Context: an optimization exercise on an open-source flow, tuned for small area, a short achievable clock period and few clock cycles. The choices shown serve that exercise and are no tape-out recipe. In this exercise RTL edits were held to simulation tests only and were not proved equivalent to the original.

==> v19: inputs <==
// stats_reducer
module stats_reducer (
    input  wire         clk,
    input  wire         rst,           
    input  wire         in_valid,
    output wire         in_ready,
    input  wire         in_commit,     
    input  wire [39:0]  in_word,
    input  wire [31:0]  in_idx,        
    input  wire [31:0]  in_tick,       
    input  wire         cfg_en,        
    input  wire         cfg_align,     
    input  wire         cfg_tap,       
    input  wire [8:0]   cfg_ch,        
    input  wire [23:0]  cfg_w_m1,      
    output wire         out_valid,
    input  wire         out_ready,
    output wire [359:0] out_pkt
);
==> flow/config.mk <==
export PLATFORM = sky130hd
export DESIGN_NAME = stats_reducer
export DESIGN_NICKNAME = stats_reducer
export VERILOG_FILES = /design/flow/design.v
export SDC_FILE = /design/flow/constraint.sdc
export NUM_CORES = 4
export LEC_CHECK = 0
export ABC_CLOCK_PERIOD_IN_PS = 4000
export CAP_MARGIN = 20
export CORE_MARGIN = 2
export CORE_UTILIZATION = 40
export PLACE_DENSITY = 0.6
export SLEW_MARGIN = 20
==> flow/constraint.sdc <==
create_clock -name core_clock -period 13.5 [get_ports {clk}]
set_input_delay 2.7000 -clock core_clock [delete_from_list [all_inputs] [get_ports {clk}]]
set_output_delay 2.7000 -clock core_clock [all_outputs]
set_load 0.01 [all_outputs]
standard.sh (not shown) runs the stock make flow with config.mk's settings and CLKGATE_MAP_FILE= SYNTH_SCRIPT=/design/flow/synth_recipe.tcl, a recipe that flattens the netlist after the stock synthesis.
==> flow/flow/run.sh <==
#!/bin/bash
# Own layout flow: the standard synthesis unchanged, then the standard layout
# steps with timing repair aimed at a larger setup margin, so that the period
# the layout achieves is shorter than the clock period. Each step's output is
# kept in a log file of its own in this folder.
set -euo pipefail
MARGIN=$(cat flow/margin.txt)
bash standard.sh synth > synth.log 2>&1
bash standard.sh SETUP_SLACK_MARGIN=$MARGIN finish > layout.log 2>&1
==> flow/flow/margin.txt <==
8
==> inputs of v26, as changes to v19 <==
--- a/flow/design.v
+++ b/flow/design.v
@@ -1088,10 +1088,12 @@
     wire          hi_ones  = &hi;
     wire          last     = (cnt == NC - 1);
     wire [31:0] s1     = n2[32:1];
     wire [31:0] s1_abs = s1[31] ? (~s1 + 32'd1) : s1;
     wire [57:0] mabs   = n2[57] ? ~n2 : n2;
+    wire        lowmag = (mx[31] || mx[31:15] == 17'd0) &&
+                         (!mn[31] || (&mn[31:15] && mn[14:0] != 15'd0));
     always @(posedge clk) begin
         if (rst) begin
             busy <= 1'b0;
             done <= 1'b0;
         end else if (load) begin
@@ -1105,19 +1107,26 @@
             o_pos   <= pos;
             o_ovr   <= ovr;
             o_mn    <= mn;
             o_mx    <= mx;
             o_fl    <= fl;
-            m_rem   <= mabs[57:32];
             m_neg   <= n2[57];
-            r_rem   <= {31'd0, q[87:62]};
-            r_y     <= q[61:0];
+            if (lowmag) begin
+                cnt   <= 5'd8;
+                m_rem <= mabs[41:16];
+                r_rem <= {27'd0, q[59:30]};
+                r_y   <= {q[29:0], 32'd0};
+            end else begin
+                m_rem <= mabs[57:32];
+                r_rem <= {31'd0, q[87:62]};
+                r_y   <= q[61:0];
+            end
             r_t     <= {34'd0, used};
             r_n     <= used;
             r_n3    <= {2'b00, used} + {1'b0, used, 1'b0};
             if (used[24:1] != 24'd0) begin
-                m_x   <= mabs[31:0];
+                m_x   <= lowmag ? {mabs[15:0], 16'd0} : mabs[31:0];
                 r_r   <= 32'd0;
                 o_sat <= 1'b0;
             end else if (used[0]) begin
                 m_x   <= s1;
                 r_r   <= (s1 == 32'h8000_0000) ? 32'h7FFF_FFFF : s1_abs;
==> summary of the runs <==
- In v19 the clock skew is higher than in v26, by 0.0069 ns.
- Die area: v19 is smaller than v26 (1.1%).
- In v19 the critical path depth is higher than in v26, by 1.
Testbench counts of v19, summed over its fixed seeds: cycles 299,069.
Testbench counts of v26, summed over its fixed seeds: cycles 281,670.

---

==> inputs of harbor <==
stats_reducer, a different RTL version from the one above (not shown whole).
Design stats_reducer, start of the top module:
module stats_reducer (
    input  wire         clk,
    input  wire         rst,           
    input  wire         in_valid,
    output wire         in_ready,
    input  wire         in_commit,     
    input  wire [39:0]  in_word,
    input  wire [31:0]  in_idx,        
    input  wire [31:0]  in_tick,       
    input  wire         cfg_en,        
    input  wire         cfg_align,     
    input  wire         cfg_tap,       
    input  wire [8:0]   cfg_ch,        
    input  wire [23:0]  cfg_w_m1,      
    output wire         out_valid,
    input  wire         out_ready,
    output wire [359:0] out_pkt
);
clock: 13.5 ns
lec_check: 0
abc_clock_period_in_ps: 4000
cap_margin: 20
core_margin: 2
core_utilization: 40
place_density: 0.6
slew_margin: 20
Scripts as last shown in full above: flow/flow/run.sh, flow/flow/margin.txt
==> inputs of umber, as changes to harbor <==
--- a/flow/design.v
+++ b/flow/design.v
@@ -1,8 +1,7 @@
 module stats_div (
     input  wire        clk,
-    input  wire        rst,
     input  wire        start,
     input  wire [31:0] num,
     input  wire [24:0] den,
     output reg         done,
     output wire [24:0] rmd
@@ -18,13 +17,11 @@
     wire [26:0] d2  = {1'b0, sh2} - {2'b00, den};
     wire [24:0] r2  = d2[26] ? sh2[24:0] : d2[24:0];
     assign rmd = rem;
     always @(posedge clk) begin
         done <= 1'b0;
-        if (rst) begin
-            busy <= 1'b0;
-        end else if (start) begin
+        if (start) begin
             x    <= num;
             rem  <= 25'd0;
             cnt  <= 4'd0;
             busy <= 1'b1;
         end else if (busy) begin
@@ -67,11 +64,11 @@
     assign free      = !busy || (done && out_ready);
     assign out_valid = done;
     reg        o_short, o_tap;
     reg [8:0]  o_ch;
     reg [31:0] o_tick;
-    reg [24:0] o_pos, o_ovr;
+    reg [24:0] o_pos, o_used, o_ovr;
     reg [31:0] o_mn, o_mx;
     reg [1:0]  o_fl;
     reg        o_sat;
     reg [25:0] m_rem;
     reg [31:0] m_x;
@@ -133,10 +130,11 @@
             o_short <= short_;
             o_tap   <= tap;
             o_ch    <= ch;
             o_tick  <= tick;
             o_pos   <= pos;
+            o_used  <= used;
             o_ovr   <= ovr;
             o_mn    <= mn;
             o_mx    <= mx;
             o_fl    <= fl;
             m_rem   <= mabs[57:32];
@@ -186,11 +184,11 @@
         {1'b1, rflr, 1'b0, r_r},                                       
         {1'b1, rfl,  1'b0, m_x},                                       
         {1'b1, rfl,  1'b0, o_mx},                                      
         {1'b1, rfl,  1'b0, o_mn},                                      
         {8'h80, 7'd0, o_ovr},                                          
-        {8'h80, 7'd0, r_n},                                            
+        {8'h80, 7'd0, o_used},                                         
         {8'h80, 7'd0, o_pos},                                          
         {8'h80, o_tick},                                               
         {8'h80, o_ch, o_tap, o_short, 21'd0}                           
     };
 endmodule
@@ -253,21 +251,11 @@
     wire        it_ovr   = i_item[34];
     wire        it_cals  = i_item[33];
     wire        it_sub   = i_item[32];
     wire signed [31:0] v = i_item[31:0];
     wire [33:0] i34 = {2'b00, it_idx};
-    wire [30:0] sq_u = v[30:0];
-    wire        sq_s = v[31];
-    reg  [63:0] vsq;
-    integer k;
-    always @(*) begin
-        vsq = {{32{1'b0}}, ({32{sq_s}} & ~{1'b0, sq_u})} << 32;
-        for (k = 0; k < 31; k = k + 1)
-            vsq = vsq + ({33'd0, sq_u[k] ? (sq_u >> (k + 1)) : 31'd0} << (2 * k + 2))
-                      + ({63'd0, sq_u[k]} << (2 * k));
-        vsq = vsq + {31'd0, sq_s, 32'd0} + {1'b0, sq_s, 62'd0};
-    end
+    wire signed [63:0] vsq = v * v;
     reg        c_en, c_align, c_tap;
     reg [8:0]  c_ch;
     reg [24:0] c_w;                     
     wire [33:0] w34 = {9'd0, c_w};
     reg               w_open;           
@@ -289,11 +277,11 @@
     reg        dv_busy;
     reg        dv_start;
     wire       dv_done;
     wire [24:0] dv_rmd;
     stats_div u_div (
-        .clk(clk), .rst(rst), .start(dv_start), .num(it_idx), .den(c_w),
+        .clk(clk), .start(dv_start), .num(it_idx), .den(c_w),
         .done(dv_done), .rmd(dv_rmd)
     );
     wire        eng_free;
     reg         xfer;
     reg         xfer_short;
@@ -303,31 +291,24 @@
         .short_(xfer_short), .ch(c_ch), .tap(c_tap),
         .tick(w_tick), .pos(w_pos), .used(w_used), .ovr(w_ovr),
         .mn(w_mn), .mx(w_mx), .fl(w_fl), .n2(w_n2), .q(q_tot),
         .out_valid(out_valid), .out_ready(out_ready), .out_pkt(out_pkt)
     );
-    wire gt_end  = i34 >  w_end;
-    wire ge_end  = i34 >= w_end;
-    wire le_endw = i34 <= w_endw;
-    wire ge_endw = i34 >= w_endw;
-    wire le_dn   = i34 <= dn;
-    wire ge_dn   = i34 >= dn;
     wire w_free    = !w_open && (!w_pend || eng_free);
-    wire cl_before = w_open && c_align && gt_end;
-    wire        rec_e  = w_open || rec_valid;
-    wire        hit    = srch ? !gt_end : (w_open ? le_endw : (rec_valid && le_dn));
-    wire [33:0] e_new  = srch ? w_end  : (w_open ? w_endw  : dn);
-    wire        cl_new = srch ? ge_end : (w_open ? ge_endw : ge_dn);
+    wire cl_before = w_open && c_align && (i34 > w_end);
+    wire        rec_e = cl_before ? 1'b1   : rec_valid;
+    wire [33:0] dn_e  = cl_before ? w_endw : dn;
+    wire        hit   = srch ? (i34 <= w_end) : (rec_e && (i34 <= dn_e));
+    wire [33:0] e_new = srch ? w_end : dn_e;
     wire [33:0] ew_new = e_new + w34;
-    wire        pos_last = (w_pos + 25'd1 == c_w);
-    wire        w_is1    = (c_w == 25'd1);
     reg accept, add, fresh, to_pend, pend_short, set_rec, clr_rec;
+    reg [33:0] rec_val;
     reg cfg_ld, s_begin, s_step, d_begin;
     always @(*) begin
         accept = 1'b0; add = 1'b0; fresh = 1'b0;
         to_pend = 1'b0; pend_short = 1'b0;
-        set_rec = 1'b0; clr_rec = 1'b0;
+        set_rec = 1'b0; clr_rec = 1'b0; rec_val = w_endw;
         cfg_ld = 1'b0; s_begin = 1'b0; s_step = 1'b0; d_begin = 1'b0;
         xfer = w_pend && eng_free;
         xfer_short = w_short;
         if (i_valid) begin
             if (it_cm) begin
@@ -347,11 +328,11 @@
                 if (it_close && w_open) begin
                     to_pend = 1'b1; pend_short = 1'b1;
                 end
             end else if (c_align) begin
                 if (cl_before) begin
-                    set_rec = 1'b1;
+                    set_rec = 1'b1; rec_val = w_endw;
                     if (eng_free) begin
                         xfer = 1'b1; xfer_short = 1'b0;
                     end else begin
                         to_pend = 1'b1;
                     end
@@ -378,21 +359,16 @@
                 accept = add;
             end
         end
     end
     assign consume = accept;
-    wire        closes = c_align ? (fresh ? cl_new : ge_end)
-                                 : (fresh ? w_is1  : pos_last);
-    wire        inc_u  = !it_excl;
-    wire        inc_o  = !it_excl && it_ovr;
-    wire [24:0] pos_c  = w_pos  + 25'd1;
-    wire [24:0] used_c = w_used + {24'd0, inc_u};
-    wire [24:0] ovr_c  = w_ovr  + {24'd0, inc_o};
-    wire [57:0] x2     = {{25{v[31]}}, v, 1'b1};
-    wire [57:0] n2_c   = w_n2 + x2;
-    wire        mn_c   = (w_used == 25'd0) || (v < w_mn);
-    wire        mx_c   = (w_used == 25'd0) || (v > w_mx);
+    wire [33:0] a_end  = fresh ? e_new  : w_end;
+    wire [33:0] a_endw = fresh ? ew_new : w_endw;
+    wire [24:0] a_pos  = (fresh ? 25'd0 : w_pos) + 25'd1;
+    wire [24:0] b_used = fresh ? 25'd0 : w_used;
+    wire        first  = (b_used == 25'd0);
+    wire        closes = c_align ? (i34 >= a_end) : (a_pos == c_w);
     always @(posedge clk) begin
         if (rst) begin
             c_en      <= 1'b0;
             c_align   <= 1'b1;
             c_tap     <= 1'b0;
@@ -427,17 +403,17 @@
             end
             if (clr_rec)
                 rec_valid <= 1'b0;
             else if (set_rec) begin
                 rec_valid <= 1'b1;
-                dn        <= w_endw;
+                dn        <= rec_val;
             end
             dv_start <= 1'b0;
             if (s_begin) begin
                 srch  <= 1'b1;
                 scnt  <= 3'd0;
-                w_end <= ew_new;
+                w_end <= dn_e + w34;
             end
             if (s_step) begin
                 w_end <= w_end + w34;
                 scnt  <= scnt + 3'd1;
                 if (scnt == 3'd7) begin
@@ -459,30 +435,30 @@
             if (add) begin
                 srch   <= 1'b0;
                 w_open <= !closes;
                 w_pend <= closes;
                 w_short <= 1'b0;
-                w_end  <= fresh ? e_new  : w_end;
-                w_endw <= fresh ? ew_new : w_endw;
-                w_pos  <= fresh ? 25'd1 : pos_c;
-                w_used <= fresh ? {24'd0, inc_u} : used_c;
-                w_ovr  <= fresh ? {24'd0, inc_o} : ovr_c;
+                w_end  <= a_end;
+                w_endw <= a_endw;
+                w_pos  <= a_pos;
+                w_used <= b_used + {24'd0, !it_excl};
+                w_ovr  <= (fresh ? 25'd0 : w_ovr) + {24'd0, !it_excl && it_ovr};
                 if (!it_excl) begin
-                    w_mn   <= (fresh || mn_c) ? v : w_mn;
-                    w_mx   <= (fresh || mx_c) ? v : w_mx;
-                    w_n2   <= fresh ? x2 : n2_c;
+                    w_mn   <= (first || v < w_mn) ? v : w_mn;
+                    w_mx   <= (first || v > w_mx) ? v : w_mx;
+                    w_n2   <= (fresh ? 58'sd0 : w_n2) + {{25{v[31]}}, v, 1'b1};
                     w_fl   <= (fresh ? 2'b00 : w_fl) | {it_cals, it_sub};
                 end else if (fresh) begin
                     w_mn   <= 32'sd0;
                     w_mx   <= 32'sd0;
                     w_n2   <= 58'sd0;
                     w_fl   <= 2'b00;
                 end
                 w_tick <= it_tick;
                 if (closes && c_align) begin
                     rec_valid <= 1'b1;
-                    dn        <= fresh ? ew_new : w_endw;
+                    dn        <= a_endw;
                 end
             end
         end
     end
 endmodule
==> flow/run.sh (new file) <==
#!/bin/bash
# synth_recipe.tcl (not shown) runs the flow's synth.tcl, then flattens the netlist and writes it again
# the make line also repeats each setting of config.mk as NAME=value (left out here)
make -C /OpenROAD-flow-scripts/flow DESIGN_CONFIG=/design/flow/config.mk WORK_HOME=/design/flow/orfs CLKGATE_MAP_FILE= SYNTH_SCRIPT=/design/flow/synth_recipe.tcl finish
- ABC_CLOCK_PERIOD_IN_PS: 4000 -> unset
removed: flow/flow/run.sh
removed: flow/flow/margin.txt
removed: flow/standard.sh
==> inputs of sierra, as changes to harbor <==
--- a/flow/design.v
+++ b/flow/design.v
@@ -1,8 +1,7 @@
 module stats_div (
     input  wire        clk,
-    input  wire        rst,
     input  wire        start,
     input  wire [31:0] num,
     input  wire [24:0] den,
     output reg         done,
     output wire [24:0] rmd
@@ -18,13 +17,11 @@
     wire [26:0] d2  = {1'b0, sh2} - {2'b00, den};
     wire [24:0] r2  = d2[26] ? sh2[24:0] : d2[24:0];
     assign rmd = rem;
     always @(posedge clk) begin
         done <= 1'b0;
-        if (rst) begin
-            busy <= 1'b0;
-        end else if (start) begin
+        if (start) begin
             x    <= num;
             rem  <= 25'd0;
             cnt  <= 4'd0;
             busy <= 1'b1;
         end else if (busy) begin
@@ -67,11 +64,11 @@
     assign free      = !busy || (done && out_ready);
     assign out_valid = done;
     reg        o_short, o_tap;
     reg [8:0]  o_ch;
     reg [31:0] o_tick;
-    reg [24:0] o_pos, o_ovr;
+    reg [24:0] o_pos, o_used, o_ovr;
     reg [31:0] o_mn, o_mx;
     reg [1:0]  o_fl;
     reg        o_sat;
     reg [25:0] m_rem;
     reg [31:0] m_x;
@@ -133,10 +130,11 @@
             o_short <= short_;
             o_tap   <= tap;
             o_ch    <= ch;
             o_tick  <= tick;
             o_pos   <= pos;
+            o_used  <= used;
             o_ovr   <= ovr;
             o_mn    <= mn;
             o_mx    <= mx;
             o_fl    <= fl;
             m_rem   <= mabs[57:32];
@@ -186,11 +184,11 @@
         {1'b1, rflr, 1'b0, r_r},                                       
         {1'b1, rfl,  1'b0, m_x},                                       
         {1'b1, rfl,  1'b0, o_mx},                                      
         {1'b1, rfl,  1'b0, o_mn},                                      
         {8'h80, 7'd0, o_ovr},                                          
-        {8'h80, 7'd0, r_n},                                            
+        {8'h80, 7'd0, o_used},                                         
         {8'h80, 7'd0, o_pos},                                          
         {8'h80, o_tick},                                               
         {8'h80, o_ch, o_tap, o_short, 21'd0}                           
     };
 endmodule
@@ -289,11 +287,11 @@
     reg        dv_busy;
     reg        dv_start;
     wire       dv_done;
     wire [24:0] dv_rmd;
     stats_div u_div (
-        .clk(clk), .rst(rst), .start(dv_start), .num(it_idx), .den(c_w),
+        .clk(clk), .start(dv_start), .num(it_idx), .den(c_w),
         .done(dv_done), .rmd(dv_rmd)
     );
     wire        eng_free;
     reg         xfer;
     reg         xfer_short;
@@ -303,31 +301,24 @@
         .short_(xfer_short), .ch(c_ch), .tap(c_tap),
         .tick(w_tick), .pos(w_pos), .used(w_used), .ovr(w_ovr),
         .mn(w_mn), .mx(w_mx), .fl(w_fl), .n2(w_n2), .q(q_tot),
         .out_valid(out_valid), .out_ready(out_ready), .out_pkt(out_pkt)
     );
-    wire gt_end  = i34 >  w_end;
-    wire ge_end  = i34 >= w_end;
-    wire le_endw = i34 <= w_endw;
-    wire ge_endw = i34 >= w_endw;
-    wire le_dn   = i34 <= dn;
-    wire ge_dn   = i34 >= dn;
     wire w_free    = !w_open && (!w_pend || eng_free);
-    wire cl_before = w_open && c_align && gt_end;
-    wire        rec_e  = w_open || rec_valid;
-    wire        hit    = srch ? !gt_end : (w_open ? le_endw : (rec_valid && le_dn));
-    wire [33:0] e_new  = srch ? w_end  : (w_open ? w_endw  : dn);
-    wire        cl_new = srch ? ge_end : (w_open ? ge_endw : ge_dn);
+    wire cl_before = w_open && c_align && (i34 > w_end);
+    wire        rec_e = cl_before ? 1'b1   : rec_valid;
+    wire [33:0] dn_e  = cl_before ? w_endw : dn;
+    wire        hit   = srch ? (i34 <= w_end) : (rec_e && (i34 <= dn_e));
+    wire [33:0] e_new = srch ? w_end : dn_e;
     wire [33:0] ew_new = e_new + w34;
-    wire        pos_last = (w_pos + 25'd1 == c_w);
-    wire        w_is1    = (c_w == 25'd1);
     reg accept, add, fresh, to_pend, pend_short, set_rec, clr_rec;
+    reg [33:0] rec_val;
     reg cfg_ld, s_begin, s_step, d_begin;
     always @(*) begin
         accept = 1'b0; add = 1'b0; fresh = 1'b0;
         to_pend = 1'b0; pend_short = 1'b0;
-        set_rec = 1'b0; clr_rec = 1'b0;
+        set_rec = 1'b0; clr_rec = 1'b0; rec_val = w_endw;
         cfg_ld = 1'b0; s_begin = 1'b0; s_step = 1'b0; d_begin = 1'b0;
         xfer = w_pend && eng_free;
         xfer_short = w_short;
         if (i_valid) begin
             if (it_cm) begin
@@ -347,11 +338,11 @@
                 if (it_close && w_open) begin
                     to_pend = 1'b1; pend_short = 1'b1;
                 end
             end else if (c_align) begin
                 if (cl_before) begin
-                    set_rec = 1'b1;
+                    set_rec = 1'b1; rec_val = w_endw;
                     if (eng_free) begin
                         xfer = 1'b1; xfer_short = 1'b0;
                     end else begin
                         to_pend = 1'b1;
                     end
@@ -378,21 +369,16 @@
                 accept = add;
             end
         end
     end
     assign consume = accept;
-    wire        closes = c_align ? (fresh ? cl_new : ge_end)
-                                 : (fresh ? w_is1  : pos_last);
-    wire        inc_u  = !it_excl;
-    wire        inc_o  = !it_excl && it_ovr;
-    wire [24:0] pos_c  = w_pos  + 25'd1;
-    wire [24:0] used_c = w_used + {24'd0, inc_u};
-    wire [24:0] ovr_c  = w_ovr  + {24'd0, inc_o};
-    wire [57:0] x2     = {{25{v[31]}}, v, 1'b1};
-    wire [57:0] n2_c   = w_n2 + x2;
-    wire        mn_c   = (w_used == 25'd0) || (v < w_mn);
-    wire        mx_c   = (w_used == 25'd0) || (v > w_mx);
+    wire [33:0] a_end  = fresh ? e_new  : w_end;
+    wire [33:0] a_endw = fresh ? ew_new : w_endw;
+    wire [24:0] a_pos  = (fresh ? 25'd0 : w_pos) + 25'd1;
+    wire [24:0] b_used = fresh ? 25'd0 : w_used;
+    wire        first  = (b_used == 25'd0);
+    wire        closes = c_align ? (i34 >= a_end) : (a_pos == c_w);
     always @(posedge clk) begin
         if (rst) begin
             c_en      <= 1'b0;
             c_align   <= 1'b1;
             c_tap     <= 1'b0;
@@ -427,17 +413,17 @@
             end
             if (clr_rec)
                 rec_valid <= 1'b0;
             else if (set_rec) begin
                 rec_valid <= 1'b1;
-                dn        <= w_endw;
+                dn        <= rec_val;
             end
             dv_start <= 1'b0;
             if (s_begin) begin
                 srch  <= 1'b1;
                 scnt  <= 3'd0;
-                w_end <= ew_new;
+                w_end <= dn_e + w34;
             end
             if (s_step) begin
                 w_end <= w_end + w34;
                 scnt  <= scnt + 3'd1;
                 if (scnt == 3'd7) begin
@@ -459,30 +445,30 @@
             if (add) begin
                 srch   <= 1'b0;
                 w_open <= !closes;
                 w_pend <= closes;
                 w_short <= 1'b0;
-                w_end  <= fresh ? e_new  : w_end;
-                w_endw <= fresh ? ew_new : w_endw;
-                w_pos  <= fresh ? 25'd1 : pos_c;
-                w_used <= fresh ? {24'd0, inc_u} : used_c;
-                w_ovr  <= fresh ? {24'd0, inc_o} : ovr_c;
+                w_end  <= a_end;
+                w_endw <= a_endw;
+                w_pos  <= a_pos;
+                w_used <= b_used + {24'd0, !it_excl};
+                w_ovr  <= (fresh ? 25'd0 : w_ovr) + {24'd0, !it_excl && it_ovr};
                 if (!it_excl) begin
-                    w_mn   <= (fresh || mn_c) ? v : w_mn;
-                    w_mx   <= (fresh || mx_c) ? v : w_mx;
-                    w_n2   <= fresh ? x2 : n2_c;
+                    w_mn   <= (first || v < w_mn) ? v : w_mn;
+                    w_mx   <= (first || v > w_mx) ? v : w_mx;
+                    w_n2   <= (fresh ? 58'sd0 : w_n2) + {{25{v[31]}}, v, 1'b1};
                     w_fl   <= (fresh ? 2'b00 : w_fl) | {it_cals, it_sub};
                 end else if (fresh) begin
                     w_mn   <= 32'sd0;
                     w_mx   <= 32'sd0;
                     w_n2   <= 58'sd0;
                     w_fl   <= 2'b00;
                 end
                 w_tick <= it_tick;
                 if (closes && c_align) begin
                     rec_valid <= 1'b1;
-                    dn        <= fresh ? ew_new : w_endw;
+                    dn        <= a_endw;
                 end
             end
         end
     end
 endmodule
==> flow/run.sh (new file) <==
#!/bin/bash
# synth_recipe.tcl (not shown) runs the flow's synth.tcl, then flattens the netlist and writes it again
# the make line also repeats each setting of config.mk as NAME=value (left out here)
make -C /OpenROAD-flow-scripts/flow DESIGN_CONFIG=/design/flow/config.mk WORK_HOME=/design/flow/orfs CLKGATE_MAP_FILE= SYNTH_SCRIPT=/design/flow/synth_recipe.tcl finish
- ABC_CLOCK_PERIOD_IN_PS: 4000 -> unset
removed: flow/flow/run.sh
removed: flow/flow/margin.txt
removed: flow/standard.sh
==> run summary <==
Area inside the core boundary: umber 0.308 mm2; sierra 0.265 mm2; harbor 0.268 mm2
Worst setup slack after placement: umber 2010 ps; sierra 1670 ps; harbor 3510 ps
Cell depth of the worst setup path: umber 36; sierra 36; harbor 29
Diodes inserted: umber 6; sierra 3; harbor 20
Highest metal layer used by the detailed router: umber met5; sierra met4; harbor met5
Synthesized-area fraction occupied by adder cells: umber 0.264; sierra 0.195; harbor 0.195
Status: umber complete, no violations; sierra complete, no violations; harbor complete, no violations
Cells after synthesis: umber 13100; sierra 11400; harbor 11500
Placed cells: umber 17300; sierra 15000; harbor 15100
Cell type with the highest occurrence count on the critical path: umber -; sierra sky130_fd_sc_hd__a31oi_1; harbor sky130_fd_sc_hd__buf_6
Filler Cell Count: umber 29800; sierra 25100; harbor 23900
Later-pin clock latency in the skew report: umber 870 ps; sierra 860 ps; harbor 880 ps
Final non-filler cell area: umber 0.137 mm2; sierra 0.120 mm2; harbor 0.136 mm2
Met1 Wirelength: umber 164 mm; sierra 145 mm; harbor 154 mm
Testbench counts of harbor, summed over its fixed seeds: cycles 290,970.
Testbench counts of umber, summed over its fixed seeds: cycles 290,970.
Testbench counts of sierra, summed over its fixed seeds: cycles 290,970.

[static timing again, ports no longer ideal]
Ports are ideal in the flow. The routed layouts listed here were re-timed in OpenROAD. Step 1 sets driving cells, clkbuf_16 on the clock port and buf_2 on the other inputs (assumed; they add their load-dependent delay and slew). Step 2 times the ports against the registers' clock, not the clock port: input delays grow and output delays shrink by t, the midpoint of the rising clock arrivals with the driver on. Slacks: ideal / step 1 / step 2; pairs: ideal / step 1.
| run | shift t [ns] | setup WS [ns] | worst slew at a driven data input, ns |
|---|---|---|---|
| v19 | 0.927 | 7.041 / 7.041 / 7.041 | 0.09 |
| v26 | 0.934 | 6.979 / 6.979 / 6.979 | 0.26 |
| harbor | 0.927 | 6.431 / 6.431 / 6.431 | 0.15 |
| umber | 0.930 | 1.635 / 1.635 / 1.635 | 0.11 |
| sierra | 0.931 | 1.358 / 1.358 / 1.358 | 0.10 |
After both steps every run listed still meets setup and hold.
